Background: an optimization exercise with open tools, aiming at small area. Do not read the settings as production practice.
Only simulation tests tie the RTL to the original design; equivalence was not proved.
No activity file was given, so power comes from the tool's default toggle rates.

$ cat flow/run.sh
#!/bin/bash
# Layout flow: the standard flow (standard.sh, unchanged synthesis), with
# changes to how the layout is made:
#  - the clock tree is built without dummy loads, with larger sink clusters;
#  - the ports are buffered with buf_1 instead of the default buffer;
#  - the buffers ABC put in during synthesis are removed at floorplan (the
#    placement's repair puts back what the loads need).
# make's full output goes to run_standard.log in this folder; ORFS keeps each
# tool's own log under orfs/logs/.
set -euo pipefail
cd "$(dirname "$0")/.."
bash standard.sh \
  "CTS_ARGS=-sink_clustering_enable -repair_clock_nets -dont_use_dummy_load -sink_clustering_size 21 -sink_clustering_max_diameter 45 -buf_list sky130_fd_sc_hd__clkbuf_8" \
  "BUFFER_PORTS_ARGS=-buffer_cell sky130_fd_sc_hd__buf_1" REMOVE_ABC_BUFFERS=1 \
  finish > run_standard.log 2>&1
$ cat standard.sh
#!/bin/bash
# synth_recipe.tcl (not shown) runs the flow's synth.tcl, then flattens the netlist and writes it again
# the make line also repeats each setting of config.mk as NAME=value (left out here)
make -C /OpenROAD-flow-scripts/flow DESIGN_CONFIG=/design/flow/config.mk WORK_HOME=/design/flow/orfs CLKGATE_MAP_FILE= SYNTH_SCRIPT=/design/flow/synth_recipe.tcl "${@:-finish}"
$ cat config.mk
export PLATFORM = sky130hd
export DESIGN_NAME = zoom_hb
export DESIGN_NICKNAME = zoom_hb
export VERILOG_FILES = /design/flow/design.v
export SDC_FILE = /design/flow/constraint.sdc
export NUM_CORES = 4
export LEC_CHECK = 0
export CAP_MARGIN = 20
export CORE_MARGIN = 2
export CORE_UTILIZATION = 60
export SLEW_MARGIN = 20
$ cat constraint.sdc
create_clock -name core_clock -period 20.0 [get_ports {clk}]
set_input_delay 4.0000 -clock core_clock [delete_from_list [all_inputs] [get_ports {clk}]]
set_output_delay 4.0000 -clock core_clock [all_outputs]
set_load 0.01 [all_outputs]
$ cat design.v
module hb_stage #(
  parameter ER = 0            
) (
  input  wire        clk,
  input  wire        g,       
  input  wire        cf,      
  input  wire        init,    
  input  wire        kb,      
  input  wire [15:0] t,       
  input  wire        c,       
  output reg         e,       
  output wire        t0,      
  output wire        er       
);
  reg        [7:0]  cy;       
  reg        [18:0] r;        
  wire [15:0] tg = t & {16{g}};
  wire [7:0]  pa = tg[7:0];
  wire [7:0]  pb = {tg[8], tg[9], tg[10], tg[11], tg[12], tg[13], tg[14], tg[15]};
  wire [7:0]  s  = pa ^ pb ^ cy;
  wire [7:0]  cn = (pa & pb) | (pa & cy) | (pb & cy);
  wire        cg = (c & g) | cf;
  reg [13:0] la;
  reg [17:0] lb;
  always @* begin
    case (s[3:0])
      4'd0: la = 14'd3802;
      4'd1: la = 14'd3068;
      4'd2: la = 14'd5480;
      4'd3: la = 14'd4746;
      4'd4: la = 14'd735;
      4'd5: la = 14'd1;
      4'd6: la = 14'd2413;
      4'd7: la = 14'd1679;
      4'd8: la = 14'd8940;
      4'd9: la = 14'd8206;
      4'd10: la = 14'd10618;
      4'd11: la = 14'd9884;
      4'd12: la = 14'd5873;
      4'd13: la = 14'd5139;
      4'd14: la = 14'd7551;
      4'd15: la = 14'd6817;
      default: la = 14'd0;
    endcase
  end
  always @* begin
    case (s[7:4])
      4'd0: lb = 18'd34944;
      4'd1: lb = 18'd26529;
      4'd2: lb = 18'd49047;
      4'd3: lb = 18'd40632;
      4'd4: lb = 18'd8415;
      4'd5: lb = 18'd0;
      4'd6: lb = 18'd22518;
      4'd7: lb = 18'd14103;
      4'd8: lb = 18'd118306;
      4'd9: lb = 18'd109891;
      4'd10: lb = 18'd132409;
      4'd11: lb = 18'd123994;
      4'd12: lb = 18'd91777;
      4'd13: lb = 18'd83362;
      4'd14: lb = 18'd105880;
      4'd15: lb = 18'd97465;
      default: lb = 18'd0;
    endcase
  end
  wire [19:0] xr = {1'b0, r};
  wire [19:0] xa = {2'd0, cg, 3'd0, la};    
  wire [19:0] xb = {2'b0, lb};
  wire [19:0] cs = xr ^ xa ^ xb;
  wire [19:0] cc = (xr & xa) | (xr & xb) | (xa & xb);
  wire [19:0] y2 = {cc[18:0], 1'b0};
  wire [20:0] k;
  wire [19:0] sum;
  assign k[0] = 1'b0;
  genvar i;
  generate
    for (i = 0; i < 20; i = i + 1) begin : rc
      assign sum[i] = cs[i] ^ y2[i] ^ k[i];
      assign k[i+1] = (cs[i] & y2[i]) | (cs[i] & k[i]) | (y2[i] & k[i]);
    end
  endgenerate
  always @(posedge clk) begin
    cy <= cn;
    e  <= sum[0];
    r  <= init ? 19'd169818 : sum[19:1];
  end
  assign t0 = sum[0];
  generate
    if (ER) begin : g_er
      reg [18:0] rs;         
      reg        bw;         
      assign er = rs[0] ^ kb ^ bw;
      always @(posedge clk) begin
        if (init) begin
          rs <= sum[19:1];
          bw <= 1'b0;
        end else begin
          rs <= {1'b0, rs[18:1]};
          bw <= (~rs[0] & kb) | (~(rs[0] ^ kb) & bw);
        end
      end
    end else begin : g_no
      assign er = 1'b0;
    end
  endgenerate
endmodule
module zoom_hb (
  input  wire               clk,
  input  wire               rst,         
  input  wire [1:0]         n_hb,        
  input  wire               in_valid,
  input  wire signed [23:0] in_re,
  input  wire signed [23:0] in_im,
  output reg                out_valid,
  output wire signed [27:0] out_re,
  output wire signed [27:0] out_im
);
  reg  [4:0] ph;           
  reg        fill;         
  reg        par1;         
  reg        pend_e, pend_o;
  reg        run_e, run_o;  
  reg        em1;          
  reg        run_oi;       
  reg        em1i;         
  reg        prun;         
  reg        par2;         
  reg        run2e, run2o;
  reg        em2;
  reg        run2i, em2i;  
  reg        run2ei, run2oi;  
  wire ph24 = (ph == 5'd24);
  wire ph18 = (ph == 5'd18);
  wire n0 = (n_hb == 2'd0);
  wire n1 = (n_hb == 2'd1);
  always @(posedge clk) begin
    if (rst) begin
      ph <= 5'd0; fill <= 1'b1; par1 <= 1'b0;
      pend_e <= 1'b0; pend_o <= 1'b0; run_e <= 1'b0; run_o <= 1'b0;
      em1 <= 1'b0; prun <= 1'b0; run_oi <= 1'b0; em1i <= 1'b0;
      par2 <= 1'b0; run2e <= 1'b0; run2o <= 1'b0; em2 <= 1'b0;
      run2i <= 1'b0; em2i <= 1'b0; run2ei <= 1'b0; run2oi <= 1'b0;
      out_valid <= 1'b0;
    end else begin
      ph <= ph24 ? 5'd0 : ph + 5'd1;
      if (in_valid) par1 <= ~par1;
      if (ph24) begin
        fill   <= 1'b0;
        run_e  <= pend_e | (in_valid & ~par1);
        run_o  <= pend_o | (in_valid & par1);
        pend_e <= 1'b0;
        pend_o <= 1'b0;
        em1    <= run_o;
        run_oi <= run_o;
        em1i   <= run_oi;
        prun   <= run_e | run_o;
      end else begin
        if (in_valid & ~par1) pend_e <= 1'b1;
        if (in_valid & par1)  pend_o <= 1'b1;
      end
      if (ph18) begin
        em2   <= run2o;
        run2i <= em2;
        em2i  <= run2i;
        run2e <= run_o & ~par2;
        run2o <= run_o & par2;
        run2ei <= run2e;
        run2oi <= run2o;
        if (run_o) par2 <= ~par2;
      end
      out_valid <= n0 ? (prun & (ph == 5'd0)) :
                   n1 ? (em1i & (ph == 5'd19)) :
                        (em2i & (ph == 5'd13));
    end
  end
  wire pat1  = fill & (ph == 5'd23);    
  wire pat2  = fill & ph18;             
  wire ld_e  = in_valid & ~par1;
  wire ld_o  = in_valid & par1;
  wire init1 = ph24;
  wire kb1   = (ph < 5'd16) & (((16'd38746 >> ph[3:0]) & 16'd1) != 16'd0);
  wire init2 = ph18 & ~run2o & ~run2i;
  wire cf1   = (run_o | run_oi) & ph24;
  wire cf2   = (em2 | em2i) & (ph == 5'd19);
  wire fl1   = (ph == 5'd18) & em1;     
  wire fl1i  = (ph == 5'd18) & em1i;
  wire fl2   = (ph == 5'd13) & em2;     
  wire fl2i  = (ph == 5'd13) & em2i;
  wire hold_re = n0 ? 1'b0 :
                 n1 ? ((em1 & (ph >= 5'd20)) | (em1i & (ph <= 5'd19))) :
                      (~run2o & ~(em2 & ~((ph >= 5'd14) & (ph <= 5'd18))));
  wire shift_im = n0 | n1 | (run2i & (ph >= 5'd13) & (ph <= 5'd18)) |
                  (em2i & ~((ph >= 5'd14) & (ph <= 5'd18)));
  wire        s2;              
  wire [14:0] q2o_re, q2o_im;
  wire        q2c_re, q2c_im, s1_re, nq_im;
  wire [15:0] q1o_re, q1o_im;     
  wire        q1c_re, q1c_im;
  wire        t1, er1;            
  genvar pi, k;
  generate
    for (pi = 0; pi < 2; pi = pi + 1) begin : part
      wire [23:0] din = (pi == 0) ? in_re : in_im;
      reg  [23:0] h_e, h_o;
      always @(posedge clk) begin
        if (ld_e) h_e <= din;
        if (ld_o) h_o <= din;
      end
      wire [31:0] hxe = {8'd0, ~h_e[23], h_e[22:0]};
      wire [31:0] hxo = {8'd0, ~h_o[23], h_o[22:0]};
      wire xe = hxe[ph];
      wire xo = hxo[ph];
      reg [25*8-1:0]  l1e;
      localparam NO1 = (pi == 0) ? 15 : 16;    
      reg [25*NO1-1:0] l1o;
      reg [25*8-1:0]  l2e;
      reg [25*15-1:0] l2o;
      wire [7:0]  q1e, q2e;
      wire [NO1-1:0] q1o;
      wire [14:0] q2o;
      wire        s1;          
      for (k = 0; k < 8; k = k + 1) begin : le
        assign q1e[k] = l1e[25*k];
        assign q2e[k] = l2e[25*k];
        wire i1 = fill ? pat1 : run_e ? ((k == 0) ? xe : q1e[(k == 0) ? 0 : k-1]) : q1e[k];
        wire e2 = (pi == 0) ? run2e : run2ei;
        wire i2 = fill ? pat2 : e2 ? ((k == 0) ? s1 : q2e[(k == 0) ? 0 : k-1]) : q2e[k];
        always @(posedge clk) begin
          l1e[25*k +: 25] <= {i1, l1e[25*k+1 +: 24]};
          l2e[25*k +: 25] <= {i2, l2e[25*k+1 +: 24]};
        end
      end
      for (k = 0; k < NO1; k = k + 1) begin : lo1
        assign q1o[k] = l1o[25*k];
        wire i1 = fill ? pat1 : run_o ? ((k == 0) ? xo : q1o[(k == 0) ? 0 : k-1]) : q1o[k];
        always @(posedge clk) l1o[25*k +: 25] <= {i1, l1o[25*k+1 +: 24]};
      end
      for (k = 0; k < 15; k = k + 1) begin : lo2
        assign q2o[k] = l2o[25*k];
        wire a2 = (pi == 0) ? run2o : run2i;
        wire n2 = (pi == 0) ? s1 : nq_im;
        wire i2 = fill ? pat2 : a2 ? ((k == 0) ? n2 : q2o[(k == 0) ? 0 : k-1]) : q2o[k];
        always @(posedge clk) l2o[25*k +: 25] <= {i2, l2o[25*k+1 +: 24]};
      end
      reg s1r;
      always @(posedge clk) s1r <= ((pi == 0) ? run_o : run_oi) ? t1 : er1;
      assign s1 = s1r;
      wire [25:0] ob;
      wire raw = run_o ? (xo ^ (ph == 5'd23)) : (xe ^ (ph == 5'd23));
      wire oin = n0 ? raw : n1 ? (s1 ^ ((pi == 0) ? fl1 : fl1i)) :
                                 (s2 ^ ((pi == 0) ? fl2 : fl2i));
      if (pi == 0) begin : w_re
        assign q2o_re = q2o;
        assign q2c_re = q2e[7];
        assign s1_re  = s1;
        assign q1o_re = {q1o, xo};
        assign q1c_re = q1e[7];
      end else begin : w_im
        assign q2o_im = q2o;
        assign q2c_im = q2e[7];
        assign q1o_im = q1o;
        assign q1c_im = q1e[7];
        reg [24:0] nr;
        reg        nx;
        assign nq_im = nr[0];
        wire ni = fill ? pat2 : (~n0 & ~n1 & run2oi) ? s1 : shift_im ? nx : nr[0];
        always @(posedge clk) begin
          nr <= {ni, nr[24:1]};
          nx <= oin;
        end
        assign ob = {nx, nr};
      end
      if (pi == 0) begin : ob_re
        reg [24:0] obr;
        reg        obx;
        wire       oi = hold_re ? obr[0] : obx;
        always @(posedge clk) begin
          obr <= {oi, obr[24:1]};
          if (!hold_re || n1) obx <= oin;
        end
        assign ob = {obx, obr};
      end
      wire b24 = n0 ? ob[23] : ob[24];
      wire b25 = n0 ? ob[23] : n1 ? ob[24] : ob[25];
      if (pi == 0) begin : o_re
        assign out_re = {b25, b25, b25, b24, ob[23:0]};
      end else begin : o_im
        assign out_im = {b25, b25, b25, b24, ob[23:0]};
      end
    end
  endgenerate
  hb_stage #(.ER(1)) u_s1 (.clk(clk), .g(run_o | run_oi), .cf(cf1), .init(init1),
                 .kb(kb1), .t(run_oi ? q1o_im : q1o_re),
                 .c(run_oi ? q1c_im : q1c_re), .e(), .t0(t1), .er(er1));
  hb_stage u_s2 (.clk(clk), .g(run2o | run2i), .cf(cf2), .init(init2),
                 .kb(1'b0), .t(run2i ? {q2o_im, nq_im} : {q2o_re, s1_re}),
                 .c(run2i ? q2c_im : q2c_re), .e(s2), .t0(), .er());
endmodule
==> metrics.yaml, run 1 <==
status: "timing/DRC/antenna clean"
gp_congestion: 0.7780
synth_cell_types: 66
cts_tree: "done"
path_common_cell: "fa_1"
rsz0062_at_grt: "false"
slowest_delay_ns: 0.89
post_cts_buffers: 0
hp-class: "register to register"
arrival_ns: 12.25
clkLatencyLatePin_ns: 0.85
cts_resized: 0
wl_per_cell_microns: 15.92
start_kind: "register"
root_buffer: "clkbuf_8"
fmax_mhz: 86.19
postRouteAntennaNets: 0
area_growth_pct: 6.195
clock-sinks: 2572
r2r_setup_slack_ns: 8.40
post-route-util_pct: 64.16
layout.nets: 4016
synth_top_area_share_pct: 82.13
drc_errors: 0
syn_inst: 3691
clockBufferDepth: 3
wl_mm: 81.85
rows: 116
synth.top_cells.by_count: "dfxtp_1 (2,475), a21oi_1 (177), nand2_1 (149), inv_1 (123), edfxtp_1 (97)"
peakVddDrop_mv: 0.08866
vias: 23780
numCtsBuffers: 172
synth_edf_count: 97
die_w_microns: 321.1
post-route-min-period_ns: 11.60
worstPathRequired_ns: 20.65
grt.total_usage_pct: 16.29
grt_pass1_wl_mm: 130.9
finClkSkew_ns: 0.09520
yosysWarnings: 3
power.density_nw_per_um2: 119.8
drt_iter0_markers: 1286
cts_max_level: 4
setup_violations: 0
cap_viol_max_count: 0
antenna_found_initial: 3
n_fill_cell: 7242
final_area_sq_um: 64070
port_buffers: 109
overflow: 0
grt_pass1_vias: 24380
fin_setup_tns_ns: 0
synth_seq_cells: 2572
die_h_microns: 321.1
syn_area_sq_um: 60330
max_slew_margin_pct: 33.70
synthArstFlopShare_pct: 0
syn_avg_cell_area_sq_um: 16.34
tightestPinTransition_ns: 0.9931
grt_start_max_net_pins: 51
post_dp_cell_area_sq_um: 61690
critPathCaptureType: "register"
drt-pass1-iter-count: 5
core_area_sq_um: 99860
post-dp-hpwl_mm: 50.27
cp_max_fo: 19
period_share_pct: 58.01
maxSlewViolCount: 0
yosysSeqAreaShare_pct: 86.96
ys.flop_type: "dfxtp_1"
avgViaCountPerCell: 4.626
critPathSlowestCell: "nor2_1"
io_pins: 110
yosysTopAreaCell: "dfxtp_1"
synth.top_cells.by_area: "dfxtp_1 (82%), edfxtp_1 (4.8%), fa_1 (2.7%)"
clk_pin_slew_ns: 0.12
worstSetupPathType: "register to register"
initial_core_util_pct: 60.42
die_area_sq_um: 103100
yosysMostFrequentCell: "dfxtp_1"
drive_gt1_share_pct: 5.780
hold_viol: 0
leakagePower_nw: 25.41
holdBufCountCts: 0
[logic make-up (layout without fill, tap and decap cells)]
group                    Yosys count  in the layout  share of synthesized area, %
flip-flops                      2572           2572                         86.96
AO/OA/AOI/OAI                    293            293                         2.808
XOR/XNOR                          15             15                        0.2178
AND/OR/NAND/NOR                  313            313                         2.302
buffers and inverters            269            419                         2.099
multiplexers                     109            109                         2.120
adder cells (fa/ha/maj)          120            120                         3.497
other                              0              1                             0
[per-layer routing]
layer  track usage [%]  vias up  part of all wire (%)
met5                 0        -                     0
met4             6.262        0                   2.8
met3             3.425      172                   3.9
met2             25.31      395                    45
met1             22.63    11380                    49
li1                  -    11830                     -
[final cells by class]
cell class / instances / area, sq um / area share (%)
flip-flops and latches: 2572 / 52470 / 81.89
multi-input cells: 850 / 6635 / 10.36
clock buffers: 172 / 2367 / 3.695
well taps: 1298 / 1624 / 2.535
repair buffers: 121 / 499.2 / 0.7792
inverters: 126 / 473.0 / 0.7382
diodes: 1 / 2.502 / 0.003906
[critical path, delay by kind of cell (launching register included)]
kind,cells,cell delay [ns]
adders and majority gates,21,7.66
xor gates and xnor gates,1,0.21
buffers and inverters,10,1.31
AOI/OAI and AO/OA,2,0.37
DFF,1,0.71
and+or+nand+nor,3,1.17
[sequential cells by signal, summed over array words and instances (netlist names), 19 cells and up]
name	cells
part.h_e	48
part.h_o	48
part.l1e	400
part.l1o	775
part.l2e	400
part.l2o	750
part.ob_re.obr	25
part.w_im.nr	25
u_s1.g_er.rs	19
u_s1.r	19
u_s2.r	19
[metrics by stage]
stage / cells / hold WS [ns] / worst slack, ns / total power [W]
after floorplan: 3548 / 0.3096 / 9.332 / 0.005574
after global placement: 4967 / 0.3095 / 8.586 / 0.005658
after detailed placement: 4967 / 0.3121 / 8.425 / 0.005665
after CTS: 5139 / 0.2614 / 8.331 / 0.007780
after global routing: 5140 / 0.2617 / 7.491 / 0.008029
final: 5140 / 0.2588 / 8.398 / 0.007678
[cells in the final DEF (no fill, tap or decap), types with 3 or more instances in the layout]
cell       Yosys  layout
dfxtp_1     2475    2471
a21o_1         4       4
a22oi_1        9       9
nand2b_1      18      18
nor3_1        10      10
inv_1        123     122
and3_1         5       5
clkinv_1       3       3
buf_4         57      12
xnor2_1        5       5
mux4_2        11      11
a211oi_1       9       9
o211ai_1       5       5
nand2_1      149     149
buf_1          8     109
clkbuf_8       0     172
mux2_2        13      13
nand4_1        4       4
mux2i_1       82      82
nor2b_1       10       9
a31oi_1        6       5
fa_1          81      81
and2_1        16      15
o31ai_1        3       3
nor2_1        79      78
ha_1          39      39
a21oi_1      177     177
xor2_1        10      10
o21ai_0       39      39
edfxtp_1      97      97
a2bb2oi_1      3       3
a21boi_0      17      17
dfxtp_2        0       4
nand3_1       10      10
or3_1          3       3
[path summary, 6_finish.rpt]
kind | startpoint | end | depth (start not counted)
hold / removal | part[1].l2o[26]$_DFF_P_ | part[1].l2o[25]$_DFF_P_ | 0
hold reg to reg | part[1].l2o[26]$_DFF_P_ | part[1].l2o[25]$_DFF_P_ | 0
setup / recovery | run2o$_SDFFE_PP0P_ | u_s2.r[17]$_SDFF_PP1_ | 37
setup reg to reg | run2o$_SDFFE_PP0P_ | u_s2.r[17]$_SDFF_PP1_ | 37
[power by group]
group / internal, W / switching, W / total, W
clock: 0.000772 / 0.00137 / 0.00214
sequential: 0.00522 / 0.0000307 / 0.00525
combinational: 0.000136 / 0.000155 / 0.000291
==> inputs of run 2 (changes only) <==
--- a/flow/run.sh
+++ b/flow/run.sh
@@ -10,6 +10,6 @@
 set -euo pipefail
 cd "$(dirname "$0")/.."
 bash standard.sh \
-  "CTS_ARGS=-sink_clustering_enable -repair_clock_nets -dont_use_dummy_load -sink_clustering_size 21 -sink_clustering_max_diameter 45 -buf_list sky130_fd_sc_hd__clkbuf_8" \
+  "CTS_ARGS=-sink_clustering_enable -repair_clock_nets -dont_use_dummy_load -sink_clustering_size 20 -sink_clustering_max_diameter 50 -buf_list sky130_fd_sc_hd__clkbuf_8" \
   "BUFFER_PORTS_ARGS=-buffer_cell sky130_fd_sc_hd__buf_1" REMOVE_ABC_BUFFERS=1 \
   finish > run_standard.log 2>&1
--- a/config.mk
+++ b/config.mk
@@ -7,5 +7,5 @@
 export LEC_CHECK = 0
 export CAP_MARGIN = 20
 export CORE_MARGIN = 2
-export CORE_UTILIZATION = 60
+export CORE_UTILIZATION = 50
 export SLEW_MARGIN = 20
==> run 2 against run 1 <==
Compared with the run above: register-to-register slack gained 0.23 ns; highest routed layer is now met5; power shrank 0.59%; critical path type unchanged; sequential power hardly changed.
==> metrics.yaml, run 2 <==
status: "timing/DRC/antenna clean"
wl_mm: 79.08
cap_viol_max_count: 0
synthXorXnorAreaFrac_pct: 0.2178
grt_pass1_vias: 23080
synthArstFlopShare_pct: 0
power.density_nw_per_um2: 118.6
drt-pass1-iter-count: 5
synth_cell_types: 66
layout.nets: 4010
setup_violations: 0
wl_per_cell_microns: 14.50
arrival_ns: 12.09
root_buffer: "clkbuf_8"
drt-met1-wl_mm: 40.77
worstPathRequired_ns: 20.72
finClkSkew_ns: 0.1096
cts_tree: "done"
start_kind: "register"
pre_cts_ws_ns: 8.320
reg_top3: "part.l1o x775, part.l2o x750"
drive_gt1_share_pct: 5.632
clock-sinks: 2572
fmax_mhz: 87.92
worstSetupPathType: "register to register"
path_common_cell: "fa_1"
synth.area.mux_share_pct: 2.120
die_area_sq_um: 123500
clkLatencyLatePin_ns: 0.84
core_area_sq_um: 119800
post-dp-hpwl_mm: 47.63
synth.top_cells.by_area: "dfxtp_1 (82%), edfxtp_1 (4.8%), fa_1 (2.7%)"
synth.top_cells.by_count: "dfxtp_1 (2,475), a21oi_1 (177), nand2_1 (149), inv_1 (123), edfxtp_1 (97)"
final_common_cell: "dfxtp_1"
fin_setup_tns_ns: 0
post_cts_buffers: 0
dr_wl_met2_mm: 32.51
tightestPinTransition_ns: 1.017
syn_inst: 3691
critPathSlowestCell: "dfxtp_1"
synth_compound_area_share_pct: 2.808
hold_viol: 0
final_cell_mix: "dfxtp_1 (2,472), a21oi_1 (177), clkbuf_8 (163)"
cts_max_level: 4
grt_pass1_wl_mm: 125.6
die_h_microns: 351.4
gp_congestion: 0.8160
overflow: 0
clk_pin_slew_ns: 0.11
max_slew_margin_pct: 32.12
yosysSeqAreaShare_pct: 86.96
drc_errors: 0
top_layer: "met5"
hp-class: "register to register"
leakagePower_nw: 25.36
peakVddDrop_mv: 0.08133
postRouteAntennaNets: 0
largest_reg_flops: 775
yosysWarnings: 3
port_buffers: 109
holdBufCountCts: 0
ys.flop_type: "dfxtp_1"
synth_top_family_by_area: "adder cells"
critPathCaptureType: "register"
synth_top_area_share_pct: 82.13
area_growth_pct: 6.697
cp_max_fo: 19
syn_area_sq_um: 60330
slowest_delay_ns: 0.75
rows: 127
maxSlewViolCount: 0
regMostFlops: "part.l1o"
synth_seq_cells: 2572
vias: 23580
final_area_sq_um: 64370
drt_iter0_markers: 1158
initial_core_util_pct: 50.35
layout_setup_ws_ns: 8.626
post-route-util_pct: 53.73
yosysTopAreaCell: "dfxtp_1"
grt_start_max_net_pins: 51
post-route-min-period_ns: 11.37
numCtsBuffers: 163
clockBufferDepth: 3
n_fill_cell: 9786
io_pins: 110
synth_fa_ha_area_share_pct: 3.497
synthSimpleGateAreaFrac_pct: 2.302
antenna_found_initial: 13
holdWs_ns: 0.2603
rsz0062_at_grt: "false"
syn_avg_cell_area_sq_um: 16.34
avgViaCountPerCell: 4.324
die_w_microns: 351.4
yosysMostFrequentCell: "dfxtp_1"
post_dp_cell_area_sq_um: 62110
dr_wl_met3_mm: 3.692
cts_resized: 0
synth_edf_count: 97
period_share_pct: 56.87
grt.total_usage_pct: 13.16
==> run 2: cell count changes in the layout (fill, tap and decap cells not counted) <==
cell      before   now
inv_2          1     0
buf_4         12    15
dfxtp_2        4     3
o21ai_1        0     1
dfxtp_1     2471  2472
o21ai_0       39    38
nor2_2         0     1
and2_4         1     0
clkbuf_8     172   163
nor2_1        78    77
and2_2         0     1
clkinv_2       0     1
diode_2        1     5
==> run 2: cell type report <==
| cell class | count | area (sq um) | area share, % |
|---|---|---|---|
| Timing Repair Buffer | 124 | 521.8 | 0.8106 |
| Tap cell | 1612 | 2017 | 3.133 |
| Inverter | 126 | 474.2 | 0.7367 |
| Antenna cell | 5 | 12.51 | 0.01944 |
| Multi-Input combinational cell | 850 | 6636 | 10.31 |
| Sequential cell | 2572 | 52460 | 81.50 |
| Clock buffer | 163 | 2243 | 3.485 |
==> run 2: logic make-up after synthesis <==
family                     Yosys count
DFF                               2572
xor gates and xnor gates            15
and+or+nand+nor                    313
AOI/OAI and AO/OA                  293
muxes                              109
buffers and inverters              269
adders and majority gates          120
==> run 2: through the flow <==
stage	instances	power, W
floorplan	3548	0.005574
global placement	5284	0.005654
detailed placement	5284	0.005661
CTS	5447	0.007745
global route	5450	0.007998
finish	5452	0.007632
==> run 2: final timing paths <==
kind,start,to,slack (ns),depth (start not counted)
worst max-delay path,run2o$_SDFFE_PP0P_,u_s2.r[17]$_SDFF_PP1_,8.63,37
worst max register to register,run2o$_SDFFE_PP0P_,u_s2.r[17]$_SDFF_PP1_,8.63,37
worst min-delay path,part[0].l1e[158]$_DFF_P_,part[0].l1e[157]$_DFF_P_,0.26,0
worst min register to register,part[0].l1e[158]$_DFF_P_,part[0].l1e[157]$_DFF_P_,0.26,0
==> run 2: power breakdown <==
part | internal, W | leakage, nW | switching [W]
registers | 0.00522 | 20.9 | 0.0000285
logic | 0.000135 | 3.33 | 0.000156
clock network | 0.000734 | 1.17 | 0.00136
==> run 2: metal layers <==
layer	GRT usage, %	up-vias
met4	5.015	2
met2	18.88	395
met3	2.993	170
met5	0	-
met1	19.40	11180
li1	-	11830
==> run 2: critical path, delay by kind of cell, from the launching register on <==
kind | cells | cell delay [ns]
adder cells (fa/ha/maj) | 21 | 7.62
AO/OA/AOI/OAI | 2 | 0.33
buffers and inverters | 10 | 1.35
flip-flops | 1 | 0.75
XOR/XNOR | 1 | 0.20
AND/OR/NAND/NOR | 3 | 1.02
==> inputs of run 3 (changes only) <==
--- a/config.mk
+++ b/config.mk
@@ -5,7 +5,8 @@
 export SDC_FILE = /design/flow/constraint.sdc
 export NUM_CORES = 4
 export LEC_CHECK = 0
+export ABC_AREA = 1
 export CAP_MARGIN = 20
 export CORE_MARGIN = 2
-export CORE_UTILIZATION = 50
+export CORE_UTILIZATION = 60
 export SLEW_MARGIN = 20
==> run 3 against run 2 <==
Compared with the run above: wire length up 2.9%; die area down 16%; first-iteration DRC count is 31% higher; combinational power about the same; global-route usage grew 3.0 points; fmax rose by 5.6%; sequential cell count is the same; largest cell class unchanged.
==> metrics.yaml, run 3 <==
gp_congestion: 0.8317
synth_edf_count: 97
r2r_end: "u_s1.g_er.rs[17]$_DFF_P_"
die_h_microns: 321.3
postRouteAntennaNets: 0
clock-sinks: 2572
maxSlewViolCount: 0
slowest_delay_ns: 0.55
synth_top_area_share_pct: 82.05
synthArstFlopShare_pct: 0
wl_per_cell_microns: 15.01
clk_pin_slew_ns: 0.12
root_buffer: "clkbuf_8"
worstPathRequired_ns: 20.76
yosysSeqAreaShare_pct: 86.87
final_cell_mix: "dfxtp_1 (2,473), nand2_1 (307), inv_1 (253)"
largest_reg_flops: 775
cts_max_level: 4
start_kind: "register"
syn_inst: 3975
period_share_pct: 53.84
setup_violations: 0
min_path_cells: 0
post-route-min-period_ns: 10.77
core_area_sq_um: 100000
yosysWarnings: 3
port_buffers: 109
peakVddDrop_mv: 0.09183
drt_iter0_markers: 1517
leakagePower_nw: 26.16
rsz0062_at_grt: "false"
rows: 116
avgViaCountPerCell: 4.560
tightestPinTransition_ns: 1.030
synth.top_cells.by_count: "dfxtp_1 (2,475), nand2_1 (307), inv_1 (255), o21ai_0 (224), nor2_1 (118)"
clockBufferDepth: 3
ys.flop_type: "dfxtp_1"
syn_avg_cell_area_sq_um: 15.19
path_common_cell: "fa_1"
r2r_setup_slack_ns: 9.23
grt_pass1_vias: 24100
holdWs_ns: 0.2678
worstSetupPathType: "register to register"
cts_resized: 0
rr_startpoint: "ph[0]$_SDFF_PP0_"
n_fill_cell: 7392
max_slew_margin_pct: 31.26
fin_setup_tns_ns: 0
seqCellArea_sq_um: 52460
hold_viol: 0
synth_cell_types: 38
yosysTopAreaCell: "dfxtp_1"
arrival_ns: 11.53
power.density_nw_per_um2: 119.0
wl_mm: 81.41
post-dp-hpwl_mm: 49.73
multi_input_area_sq_um: 6190
reg_top3: "part.l1o x775, part.l2o x750"
syn_area_sq_um: 60390
reg2reg_depth: 45
fmax_mhz: 92.86
holdBufCountCts: 0
grt_pass1_wl_mm: 128.9
drive_gt1_share_pct: 4.705
synth_seq_cells: 2572
post-route-util_pct: 63.98
cp_max_fo: 59
min_to: "part[1].l2o[169]$_DFF_P_"
drt-pass1-iter-count: 5
final_common_cell: "dfxtp_1"
clkLatencyLatePin_ns: 0.86
grt.total_usage_pct: 16.12
grt_start_max_net_pins: 60
die_area_sq_um: 103200
synth.top_cells.by_area: "dfxtp_1 (82%), edfxtp_1 (4.8%), fa_1 (2.7%)"
yosysMostFrequentCell: "dfxtp_1"
layout.nets: 4298
area_growth_pct: 5.953
status: "timing/DRC/antenna clean"
hp-start: "part[1].l2o[170]$_DFF_P_"
post_cts_buffers: 0
vias: 24730
cts_tree: "done"
regMostFlops: "part.l1o"
io_pins: 110
drc_errors: 0
antenna_found_initial: 8
finClkSkew_ns: 0.09224
critPathSlowestCell: "inv_1"
overflow: 0
cap_viol_max_count: 0
die_w_microns: 321.3
hp-class: "register to register"
critPathCaptureType: "register"
initial_core_util_pct: 60.39
numCtsBuffers: 160
==> run 3: changes by cell type after synthesis, sizes merged, moves of 13 or more <==
cell and delta:
inv +135, and2 -16, nand2 +158, mux4 -13
a21oi -90, nor2 +41, mux2 -14, nand2b -18
o21ai +186, nand3 +59, mux2i -82
==> run 3: per-stage QoR <==
| stage | total power (W) | worst slack [ns] | std cells | cell area (sq um) |
|---|---|---|---|---|
| after global placement | 0.005657 | 9.287 | 5261 | 61770 |
| after floorplan | 0.005579 | 9.325 | 3840 | 59630 |
| after CTS | 0.007724 | 9.161 | 5421 | 63980 |
| final | 0.007615 | 9.231 | 5424 | 63980 |
| after global routing | 0.007964 | 8.436 | 5424 | 63980 |
| after detailed placement | 0.005659 | 9.189 | 5261 | 61770 |
==> run 3: worst max-delay path by stage <==
stage / cells after the start / startpoint / slack [ns] / end
detailed placement: 45 / ph[0]$_SDFF_PP0_ / 9.19 / u_s1.g_er.rs[17]$_DFF_P_
floorplan: 43 / ph[0]$_SDFF_PP0_ / 9.33 / u_s1.g_er.rs[17]$_DFF_P_
CTS: 45 / ph[0]$_SDFF_PP0_ / 9.16 / u_s1.g_er.rs[17]$_DFF_P_
global route: 45 / ph[0]$_SDFF_PP0_ / 8.44 / u_s1.g_er.rs[17]$_DFF_P_
global placement: 45 / ph[0]$_SDFF_PP0_ / 9.29 / u_s1.g_er.rs[17]$_DFF_P_
finish: 45 / ph[0]$_SDFF_PP0_ / 9.23 / u_s1.g_er.rs[17]$_DFF_P_
==> run 3: metal layers <==
| metal | global-route usage (%) | vias to the layer above | part of all wire, % |
|---|---|---|---|
| li1 | - | 12480 | - |
| met5 | 0 | - | 0.016 |
| met4 | 6.802 | 2 | 3.2 |
| met3 | 3.369 | 186 | 3.7 |
| met1 | 22.77 | 11710 | 50 |
| met2 | 24.35 | 357 | 43 |
==> run 3: cells by family (layout without fill, tap and decap cells) <==
kind of cell             count (synthesis)  count (layout)  synth area share (%)
AO/OA/AOI/OAI                          357             357                 3.147
XOR/XNOR                                 6               6               0.08702
adder cells (fa/ha/maj)                120             120                 3.493
buffers and inverters                  397             545                 2.892
flip-flops                            2572            2572                 86.87
other                                    0               3                     0
AND/OR/NAND/NOR                        523             523                 3.510
==> run 3: area by class of cell <==
class,count,share of cell area [%]
Antenna cell,3,0.01173
Sequential cell,2572,81.99
Timing Repair Buffer,123,0.8037
Tap cell,1298,2.538
Clock buffer,160,3.442
Multi-Input combinational cell,1006,9.674
Inverter,262,1.537
==> run 3: worst max-delay path: cells and delay by family, from the launching register on <==
kind	cells	cell delay, ns
adders and majority gates	21	6.94
buffers and inverters	13	2.13
and+or+nand+nor	8	0.74
DFF	1	0.32
AOI/OAI and AO/OA	2	0.30
xor gates and xnor gates	1	0.19
==> run 3: power by group <==
part | switching [W] | total, W | internal, W
sequential | 0.0000257 | 0.00524 | 0.00521
clock | 0.00136 | 0.00208 | 0.000721
combinational | 0.000167 | 0.000294 | 0.000127
==> inputs of run 4 (changes only) <==
--- a/config.mk
+++ b/config.mk
@@ -5,7 +5,6 @@
 export SDC_FILE = /design/flow/constraint.sdc
 export NUM_CORES = 4
 export LEC_CHECK = 0
-export ABC_AREA = 1
 export CAP_MARGIN = 20
 export CORE_MARGIN = 2
 export CORE_UTILIZATION = 60
==> run 4 against run 3 <==
Compared with the run above: first-iteration DRC count down 18%; power grew 0.27%; cell count shrank 5.4%; highest routed layer is now met4; synthesized area about the same; critical path depth is 8 lower; clock skew shrank 0.0023 ns; count of clock-buffer cells in the layout rose by 3; largest cell class unchanged; clock power barely moved; worst setup slack worse by 0.80 ns.
==> metrics.yaml, run 4 <==
status: "timing/DRC/antenna clean"
reg_top3: "part.l1o x775, part.l2o x750"
drc_errors: 0
syn_area_sq_um: 60330
synth.top_cells.by_area: "dfxtp_1 (82%), edfxtp_1 (4.8%), fa_1 (2.7%)"
start_kind: "register"
tightestPinTransition_ns: 0.9982
reg2reg_depth: 37
regMostFlops: "part.l1o"
path_depth: 37
die_h_microns: 321.1
grt_pass1_wl_mm: 131.0
worstPathBufferInverterCount: 10
total_power_w: 0.007636
final_cell_mix: "dfxtp_1 (2,471), a21oi_1 (177), clkbuf_8 (163)"
hold_viol: 0
fmax_mhz: 86.41
leakagePower_nw: 25.34
seqCellArea_sq_um: 52470
root_buffer: "clkbuf_8"
rr_startpoint: "run2o$_SDFFE_PP0P_"
post_cts_buffers: 0
multi_input_area_sq_um: 6635
largest_reg_flops: 775
clock-sinks: 2572
synth_edf_count: 97
post-route-min-period_ns: 11.57
syn_avg_cell_area_sq_um: 16.34
post-dp-hpwl_mm: 50.27
power.density_nw_per_um2: 119.4
layout.nets: 4007
worstSetupEndpoint: "u_s2.r[17]$_SDFF_PP1_"
yosysSeqAreaShare_pct: 86.96
slowest_delay_ns: 0.92
setup_violations: 0
yosysTopAreaCell: "dfxtp_1"
cap_viol_max_count: 0
synth_cell_types: 66
vias: 23820
numCtsBuffers: 163
drt_iter0_markers: 1238
path_delay_family: "adder cells"
initial_core_util_pct: 60.42
arrival_ns: 12.24
fin_setup_tns_ns: 0
yosysWarnings: 3
clkLatencyLatePin_ns: 0.84
cp_max_fo: 19
ys.flop_type: "dfxtp_1"
port_buffers: 109
postRouteAntennaNets: 0
grt_pass1_vias: 24390
antenna_found_initial: 3
worstSetupPathType: "register to register"
io_pins: 110
period_share_pct: 57.86
gp_congestion: 0.7780
wl_mm: 81.96
core_area_sq_um: 99860
r2r_setup_slack_ns: 8.43
overflow: 0
die_w_microns: 321.1
max_slew_margin_pct: 33.36
worstPathRequired_ns: 20.67
synthArstFlopShare_pct: 0
crit_start: "run2o$_SDFFE_PP0P_"
synth.top_cells.by_count: "dfxtp_1 (2,475), a21oi_1 (177), nand2_1 (149), inv_1 (123), edfxtp_1 (97)"
syn_inst: 3691
clockBufferDepth: 3
drive_gt1_share_pct: 5.558
clk_pin_slew_ns: 0.11
critPathCaptureType: "register"
grt.total_usage_pct: 16.30
path_common_cell: "fa_1"
rows: 116
hp-class: "register to register"
n_fill_cell: 7227
cts_resized: 0
die_area_sq_um: 103100
r2r_end: "u_s2.r[17]$_SDFF_PP1_"
peakVddDrop_mv: 0.08395
rsz0062_at_grt: "false"
final_common_cell: "dfxtp_1"
drt-pass1-iter-count: 5
wl_per_cell_microns: 15.97
synth_top_area_share_pct: 82.13
finClkSkew_ns: 0.08990
critPathSlowestCell: "nor2_1"
yosysMostFrequentCell: "dfxtp_1"
area_growth_pct: 5.998
grt_start_max_net_pins: 51
cts_tree: "done"
maxSlewViolCount: 0
synth_seq_cells: 2572
holdBufCountCts: 0
cts_max_level: 4
avgViaCountPerCell: 4.640
run 4: cell types whose count changed in the layout (fill, tap and decap cells not counted), moves of 60 or more:
cell,previous run,this run
inv_1,253,122
a21oi_1,87,177
nand3_1,70,10
mux2i_1,0,82
nand2_1,307,149
o21ai_0,224,39
run 4: routing by layer:
| metal | up-vias | global-route usage (%) | wire length (microns) |
|---|---|---|---|
| met5 | - | 0 | 0 |
| met4 | 0 | 6.272 | 2527 |
| met3 | 182 | 3.356 | 3358 |
| met2 | 422 | 25.37 | 36640 |
| met1 | 11410 | 22.66 | 39430 |
| li1 | 11800 | - | - |
run 4: how the worst min path moves through the flow:
| stage | startpoint | to | slack [ns] | depth (start not counted) |
|---|---|---|---|---|
| finish | part[0].l2o[140]$_DFF_P_ | part[0].l2o[139]$_DFF_P_ | 0.25 | 0 |
| global route | part[0].l2o[140]$_DFF_P_ | part[0].l2o[139]$_DFF_P_ | 0.25 | 0 |
| floorplan | part[0].l1e[1]$_DFF_P_ | part[0].l1e[0]$_DFF_P_ | 0.31 | 0 |
| global placement | part[0].l2o[336]$_DFF_P_ | part[0].l2o[335]$_DFF_P_ | 0.31 | 0 |
| detailed placement | part[0].l1e[103]$_DFF_P_ | part[0].l1e[102]$_DFF_P_ | 0.31 | 0 |
| CTS | part[0].l2o[140]$_DFF_P_ | part[0].l2o[139]$_DFF_P_ | 0.26 | 0 |
run 4: layout make-up:
cell class                      count  area share [%]
Inverter                          126          0.7396
Timing Repair Buffer              121          0.7807
Antenna cell                        3         0.01174
Clock buffer                      163           3.508
Multi-Input combinational cell    850           10.38
Tap cell                         1298           2.540
Sequential cell                  2572           82.04
run 4: where the power goes:
part,internal [W],switching [W]
registers,0.00522,0.0000305
logic,0.000136,0.000156
clock network,0.000734,0.00136
run 4: worst register-to-register path: cells and delay by family (launching register included):
family / cells / cell delay (ns)
buffers and inverters: 10 / 1.31
adders and majority gates: 21 / 7.66
DFF: 1 / 0.70
AOI/OAI and AO/OA: 2 / 0.37
and+or+nand+nor: 3 / 1.19
xor gates and xnor gates: 1 / 0.21
run 4: per-stage QoR:
step	utilization, %	worst slack, ns	cells	instance area, sq um	hold slack (ns)
4_1_cts	64.03	8.396	5130	63940	0.2570
6_report	64.04	8.428	5133	63950	0.2504
3_3_place_gp	61.78	8.586	4967	61690	0.3095
2_1_floorplan	-	9.332	3548	59540	0.3096
5_1_grt	64.03	7.552	5131	63940	0.2530
3_5_place_dp	61.78	8.425	4967	61690	0.3121
run 4: kinds of logic after synthesis:
group | share of synthesized area (%)
DFF | 86.96
xor gates and xnor gates | 0.2178
AOI/OAI and AO/OA | 2.808
buffers and inverters | 2.099
and+or+nand+nor | 2.302
muxes | 2.120
adders and majority gates | 3.497
==> inputs of run 5 (changes only) <==
--- a/flow/run.sh
+++ b/flow/run.sh
@@ -10,6 +10,6 @@
 set -euo pipefail
 cd "$(dirname "$0")/.."
 bash standard.sh \
-  "CTS_ARGS=-sink_clustering_enable -repair_clock_nets -dont_use_dummy_load -sink_clustering_size 20 -sink_clustering_max_diameter 50 -buf_list sky130_fd_sc_hd__clkbuf_8" \
+  "CTS_ARGS=-sink_clustering_enable -repair_clock_nets -dont_use_dummy_load -sink_clustering_size 20 -sink_clustering_max_diameter 50 -buf_list {sky130_fd_sc_hd__clkbuf_4 sky130_fd_sc_hd__clkbuf_8}" \
   "BUFFER_PORTS_ARGS=-buffer_cell sky130_fd_sc_hd__buf_1" REMOVE_ABC_BUFFERS=1 \
   finish > run_standard.log 2>&1
==> run 5 against run 4 <==
Compared with the run above: still clean; sequential cell count unchanged; worst hold slack did not move; count of clock-buffer cells in the layout unchanged; critical path type unchanged; critical endpoint unchanged.
==> metrics.yaml, run 5 <==
status: "timing/DRC/antenna clean"
hp-class: "register to register"
clk_pin_slew_ns: 0.11
synth.area.mux_share_pct: 2.120
port_buffers: 109
initial_core_util_pct: 60.42
avgViaCountPerCell: 4.640
grt_pass1_vias: 24390
synth.top_cells.by_count: "dfxtp_1 (2,475), a21oi_1 (177), nand2_1 (149), inv_1 (123), edfxtp_1 (97)"
power.density_nw_per_um2: 119.4
leakagePower_nw: 25.34
top_usage_layer: "met2"
syn_area_sq_um: 60330
ys.flop_type: "dfxtp_1"
critPathSlowestCell: "nor2_1"
gp_congestion: 0.7780
setup_violations: 0
drc_errors: 0
io_pins: 110
synth_seq_cells: 2572
grt_start_max_net_pins: 51
pwr-share-clk_pct: 27.5
critPathCaptureType: "register"
power_frac_seq_pct: 68.7
period_share_pct: 57.86
drt_iter0_markers: 1238
wl_per_cell_microns: 15.97
fin_setup_tns_ns: 0
synthXorXnorAreaFrac_pct: 0.2178
slowest_delay_ns: 0.92
start_kind: "register"
use_met3_pct: 3.356
synth_cell_types: 66
synth_edf_count: 97
drt-pass1-iter-count: 5
post-route-min-period_ns: 11.57
synth_compound_area_share_pct: 2.808
met1_usage_pct: 22.66
synth_fa_ha_area_share_pct: 3.497
n_fill_cell: 7227
regMostFlops: "part.l1o"
yosysWarnings: 3
pwr-share-comb_pct: 3.8
largest_reg_flops: 775
die_area_sq_um: 103100
core_area_sq_um: 99860
overflow: 0
syn_inst: 3691
die_w_microns: 321.1
drive_gt1_share_pct: 5.558
grt_pass1_wl_mm: 131.0
fmax_mhz: 86.41
holdWs_ns: 0.2504
cts_resized: 0
vias: 23820
post_cts_buffers: 0
tightestPinTransition_ns: 0.9982
cp_max_fo: 19
worstPathRequired_ns: 20.67
total_power_w: 0.007636
yosysTopAreaCell: "dfxtp_1"
rows: 116
post-dp-hpwl_mm: 50.27
cap_viol_max_count: 0
final_cell_mix: "dfxtp_1 (2,471), a21oi_1 (177), clkbuf_8 (163)"
peakVddDrop_mv: 0.08395
synth.top_cells.by_area: "dfxtp_1 (82%), edfxtp_1 (4.8%), fa_1 (2.7%)"
synth_top_area_share_pct: 82.13
layout_setup_ws_ns: 8.428
root_buffer: "clkbuf_8"
clock-sinks: 2572
cts_tree: "done"
hold_viol: 0
synth_top_family_by_area: "adder cells"
maxSlewViolCount: 0
rsz0062_at_grt: "false"
power.switching_w: 0.001549
arrival_ns: 12.24
yosysSeqAreaShare_pct: 86.96
wl_mm: 81.96
synthArstFlopShare_pct: 0
max_slew_margin_pct: 33.36
clockBufferDepth: 3
die_h_microns: 321.1
clkLatencyLatePin_ns: 0.84
swShare_pct: 20.29
cts_max_level: 4
finClkSkew_ns: 0.08990
yosysMostFrequentCell: "dfxtp_1"
internal-power_w: 0.006087
grt_use_met2_pct: 25.37
path_common_cell: "fa_1"
antenna_found_initial: 3
grt.total_usage_pct: 16.30
pre_cts_ws_ns: 8.425
syn_avg_cell_area_sq_um: 16.34
layout.nets: 4007
numCtsBuffers: 163
synthSimpleGateAreaFrac_pct: 2.302
worstSetupPathType: "register to register"
final_common_cell: "dfxtp_1"
postRouteAntennaNets: 0
area_growth_pct: 5.998
holdBufCountCts: 0
reg_top3: "part.l1o x775, part.l2o x750"
run 5: cell counts in the layout (fill, tap and decap cells not counted):
No cell type changed its count.
run 5: per-layer routing:
metal	share of wire, %	vias up
li1	-	11800
met1	48	11410
met2	45	422
met3	4.1	182
met4	3.1	0
met5	0	-
run 5: cell type report:
class | count | area (sq um) | area share [%]
diodes | 3 | 7.507 | 0.01174
well taps | 1298 | 1624 | 2.540
inverters | 126 | 473.0 | 0.7396
clock buffers | 163 | 2243 | 3.508
repair buffers | 121 | 499.2 | 0.7807
multi-input cells | 850 | 6635 | 10.38
flip-flops and latches | 2572 | 52470 | 82.04
run 5: critical path, delay by kind of cell, from the launching register on:
| family | cells | cell delay [ns] |
|---|---|---|
| flip-flops | 1 | 0.70 |
| XOR/XNOR | 1 | 0.21 |
| AO/OA/AOI/OAI | 2 | 0.37 |
| buffers and inverters | 10 | 1.31 |
| AND/OR/NAND/NOR | 3 | 1.19 |
| adder cells (fa/ha/maj) | 21 | 7.66 |
run 5: logic make-up (layout without fill, tap and decap cells):
group	count (synthesis)	after routing
other	0	3
DFF	2572	2572
AOI/OAI and AO/OA	293	293
buffers and inverters	269	410
xor gates and xnor gates	15	15
muxes	109	109
adders and majority gates	120	120
and+or+nand+nor	313	313
run 5: final timing paths:
check                                start                       end  slack [ns]  depth (start not counted)
setup / recovery        run2o$_SDFFE_PP0P_     u_s2.r[17]$_SDFF_PP1_        8.43                         37
hold / removal    part[0].l2o[140]$_DFF_P_  part[0].l2o[139]$_DFF_P_        0.25                          0
setup reg to reg        run2o$_SDFFE_PP0P_     u_s2.r[17]$_SDFF_PP1_        8.43                         37
hold reg to reg   part[0].l2o[140]$_DFF_P_  part[0].l2o[139]$_DFF_P_        0.25                          0
run 5: power by group through the flow:
stage	logic, W	registers [W]	clock network [W]
3_5_place_dp	0.000298	0.00537	0
4_1_cts	0.000300	0.00525	0.00219
5_1_grt	0.000345	0.00526	0.00238
6_report	0.000291	0.00525	0.00210
2_1_floorplan	0.000212	0.00536	0
3_3_place_gp	0.000293	0.00537	0
run 5: metrics by stage:
stage          cell area (sq um)  utilization [%]  std cells
2_1_floorplan              59540                -       3548
3_3_place_gp               61690            61.78       4967
3_5_place_dp               61690            61.78       4967
4_1_cts                    63940            64.03       5130
5_1_grt                    63940            64.03       5131
6_report                   63950            64.04       5133

[port drivers added, routing unchanged]
The results above use ideal ports. As a check the final layouts listed here were re-extracted and re-timed, cells and wires unchanged. Step 1 (the two cells are an assumption about what drives the block):
set clk [get_ports {clk}]
set_driving_cell -lib_cell sky130_fd_sc_hd__clkbuf_16 $clk
set_driving_cell -lib_cell sky130_fd_sc_hd__buf_2 [delete_from_list [all_inputs] $clk]
Step 2, shift: input delay + t, output delay - t, t = (earliest + latest rising clock arrival at the registers) / 2. This alone moves slack from input paths to output paths. Three values: ideal ports, drivers, drivers and shift; two values: the first two.
| run | t (ns) | slack for setup (ns) | hold WS [ns] | clock arrival spread, ns | worst slew at a driven data input, ns |
|---|---|---|---|---|---|
| run 1 | 0.862 | 8.398 / 8.398 / 8.398 | 0.259 / 0.259 / 0.259 | 0.098 / 0.099 | 0.14 |
| run 2 | 0.855 | 8.626 / 8.626 / 8.626 | 0.260 / 0.260 / 0.260 | 0.116 / 0.116 | 0.17 |
| run 3 | 0.880 | 9.231 / 9.231 / 9.231 | 0.268 / 0.268 / 0.268 | 0.096 / 0.096 | 0.13 |
| run 4 | 0.863 | 8.428 / 8.428 / 8.428 | 0.250 / 0.250 / 0.250 | 0.109 / 0.109 | 0.14 |
| run 5 | 0.863 | 8.428 / 8.428 / 8.428 | 0.250 / 0.250 / 0.250 | 0.109 / 0.109 | 0.14 |
After both steps every run listed still meets setup and hold.
